Source: an optimization exercise on an open RTL-to-GDS flow (aim: small area, a short achievable clock period and few clock cycles per item). Production flows keep margins and buffers that such runs may drop. Only simulation tests tie the RTL to the original design; equivalence was not proved. Power is estimated from default activity; no workload was simulated.

## garnet
Design flow_steer, start of the top module:
module flow_steer (
    input  wire         clk,
    input  wire         rst,
    input  wire         in_valid,
    output reg          in_ready,
    input  wire [31:0]  in_seed,
    input  wire [4:0]   in_hash_sel,     
    input  wire         in_mode,         
    input  wire [7:0]   in_aff_mask,
    input  wire [7:0]   in_online_mask,
    input  wire         in_tunnel,
    input  wire [23:0]  in_vni,
    input  wire         o_has_mac,
    input  wire [95:0]  o_mac,
    input  wire         o_has_ip,
    input  wire         o_v6,
    input  wire [127:0] o_src,
    input  wire [127:0] o_dst,
    input  wire [7:0]   o_proto,
    input  wire         o_has_ports,
    input  wire [31:0]  o_ports,
    input  wire         o_frag,
    input  wire         i_has_mac,
    input  wire [95:0]  i_mac,
    input  wire         i_has_ip,
    input  wire         i_v6,
    input  wire [127:0] i_src,
    input  wire [127:0] i_dst,
    input  wire [7:0]   i_proto,
    input  wire         i_has_ports,
    input  wire [31:0]  i_ports,
    input  wire         i_frag,
    output reg          out_valid,
    input  wire         out_ready,
    output reg  [31:0]  out_hash,
    output reg  [2:0]   out_region,
    output reg          out_drop
);
clock: 10.0 ns
lec_check: 0
cap_margin: 20
core_area: 5 5 315 315
cts_buf_list: sky130_fd_sc_hd__clkbuf_8
die_area: 0 0 320 320
place_density: 0.45
slew_margin: 20
standard.sh (not shown) runs the stock make flow with config.mk's settings and CLKGATE_MAP_FILE= SYNTH_SCRIPT=/design/flow/synth_recipe.tcl, a recipe that flattens the netlist after the stock synthesis.
==> flow/flow/run.sh <==
#!/bin/bash
# The standard layout (the standard.sh: ORFS synthesis to finish) with two
# changes to how the layout is optimised: the port buffers that global
# placement inserts are the smallest buffer cell (every port still gets its
# own buffer), and the resizer's timing repair aims for 6.2 ns of setup slack
# against the design's unchanged 10 ns clock. make's full output goes to
# flow.log in this folder.
set -euo pipefail
export BUFFER_PORTS_ARGS="-buffer_cell sky130_fd_sc_hd__buf_1"
export SETUP_SLACK_MARGIN=6.2
bash standard.sh > flow.log 2>&1
Having completed the whole flow, garnet delivered a layout that passed the timing, design-rule and antenna checks.
Testbench counts of garnet, summed over its fixed seeds: cycles 8,214, items 3,200.
What raven does differently from garnet at the input level:
==> flow/flow/run.sh <==
#!/bin/bash
# The standard layout (the standard.sh: ORFS synthesis to finish), with the
# port buffers that global placement inserts made of the smallest buffer cell
# instead of the cell the resizer picks by default. Every port still gets its
# own buffer. make's full output goes to flow.log in this folder.
set -euo pipefail
export BUFFER_PORTS_ARGS="-buffer_cell sky130_fd_sc_hd__buf_1"
bash standard.sh > flow.log 2>&1
diff --git a/flow/config.mk b/flow/config.mk
--- a/flow/config.mk
+++ b/flow/config.mk
@@ -9,3 +9,2 @@
 export CORE_AREA = 5 5 315 315
-export CTS_BUF_LIST = sky130_fd_sc_hd__clkbuf_8
 export DIE_AREA = 0 0 320 320
Compared with garnet, raven shows first-pass GRT wire length that has gone up slightly.
As far as post-synthesis instance total goes, garnet and raven are indistinguishable; the numbers are identical.
Comparing raven with garnet, the number of placed instances, taps included came out essentially unchanged.
Comparing share of the final layout cell area in sequential cells for garnet and raven, the bigger number came from raven.
Cmp raven vs garnet: wire length reported by the detailed router higher in raven
Summary of raven over garnet: arrival time at the worst endpoint went up 560 ps, share of synthesized cell area in and, or, nand and nor gates held, hold slack held, area occupied by multi-input gates went down about 4.3%, cell-internal power held.
Relative to garnet, the setup slack of raven is lower by 560 ps.
Here is what was changed in the inputs of tundra compared with raven.
==> flow/flow/run.sh <==
#!/bin/bash
# The standard layout (the standard.sh: ORFS synthesis to finish) with two
# changes to how the layout is optimised: the port buffers that global
# placement inserts are the smallest buffer cell (every port still gets its
# own buffer), and the resizer's timing repair aims for 6.2 ns of setup slack
# against the design's unchanged 10 ns clock. make's full output goes to
# flow.log in this folder.
set -euo pipefail
export BUFFER_PORTS_ARGS="-buffer_cell sky130_fd_sc_hd__buf_1"
export SETUP_SLACK_MARGIN=6.2
bash standard.sh > flow.log 2>&1
## What came out
On tundra: pre-CTS setup slack is 75 ps higher than what raven gave.
Looking at fraction of area in multi-input gates, tundra sits 0.33 points below raven.
Routed wire length: tundra better than raven
Compared with raven, in tundra setup TNS after final layout closely matched the old numbers, sequential share of layout area has decreased, sum of internal, switching and leakage power +0.00014 W, share of the clock period used by the worst path after layout down 6.1 points.
A startpoint-to-endpoint class of the critical path of input pin to register is what raven shows, while register to register belongs to tundra.


Starting RTL as in the previous note.
export LEC_CHECK = 0
export CAP_MARGIN = 20
export CORE_AREA = 5 5 315 315
export DIE_AREA = 0 0 320 320
export PLACE_DENSITY = 0.45
export SLEW_MARGIN = 20
create_clock -name core_clock -period 10.0 [get_ports {clk}]
==> flow/flow/run.sh <==
#!/bin/bash
# The standard layout (the standard.sh: ORFS synthesis to finish) with two
# changes to how the layout is optimised: the port buffers that global
# placement inserts are the smallest buffer cell (every port still gets its
# own buffer), and the resizer's timing repair aims for 6.0 ns of setup slack
# against the design's unchanged 10 ns clock. make's full output goes to
# flow.log in this folder.
set -euo pipefail
export BUFFER_PORTS_ARGS="-buffer_cell sky130_fd_sc_hd__buf_1"
export SETUP_SLACK_MARGIN=6.0
bash standard.sh > flow.log 2>&1
The first run produced a clean layout.
Testbench counts at the start, summed over its fixed seeds: cycles 8,214, items 3,200.
Next try:
--- a/flow/flow/run.sh
+++ b/flow/flow/run.sh
@@ -5 +5 @@
-# own buffer), and the resizer's timing repair aims for 6.0 ns of setup slack
+# own buffer), and the resizer's timing repair aims for 6.5 ns of setup slack
@@ -10 +10 @@
-export SETUP_SLACK_MARGIN=6.0
+export SETUP_SLACK_MARGIN=6.5
Total power goes up by 8.1%.
Global-route usage goes down by 1.2 points.
Via count goes up by 0.57%.
Worst hold slack degrades by 0.019 ns.
Non-clock buffer count goes up by 104.
Worst setup slack improves by 0.28 ns.
Die area is unchanged.
Design area goes up by 11%.
Wire length goes down by 3.2%.
Clock-buffer cell count goes up by 9.
Final cell count goes up by 1.6%.

[static timing again, ports no longer ideal]
The flow's constraints put no driver on any port. The routed layouts listed below were extracted and timed again, unchanged, in two steps. Step 1 sets driving cells, clkbuf_16 on the clock port and buf_2 on the other inputs (assumed; they add their load-dependent delay and slew). Step 2, shift: input delay + t, output delay - t, t = (earliest + latest rising clock arrival at the registers) / 2. This alone moves slack from input paths to output paths. a / b / c = ideal ports / drivers / drivers and shift; a / b = the first two.
| run | t, ns | setup slack, ns | worst hold slack (ns) | worst data-port slew with drivers (ns) | cell pins on the clock port's net |
|---|---|---|---|---|---|
| garnet | 0.705 | 6.080 / 6.080 / 5.466 | 0.404 / 0.404 / 0.404 | 0.40 | 1 |
| raven | 0.662 | 5.518 / 5.549 / 4.886 | 0.401 / 0.401 / 0.401 | 0.38 | 1 |
| tundra | 0.609 | 6.124 / 6.124 / 5.626 | 0.404 / 0.404 / 0.404 | 0.35 | 1 |
| the first run of note 2 | 0.669 | 5.934 / 5.934 / 5.301 | 0.401 / 0.401 / 0.401 | 0.48 | 1 |
| the second run of note 2 | 0.621 | 6.209 / 6.209 / 5.856 | 0.382 / 0.382 / 0.382 | 0.34 | 1 |
After both steps setup and hold are still met in every run listed. The setup slack of the first run of note 2, which loses most, moves by 0.000 ns with the drivers and by -0.633 ns with both steps.
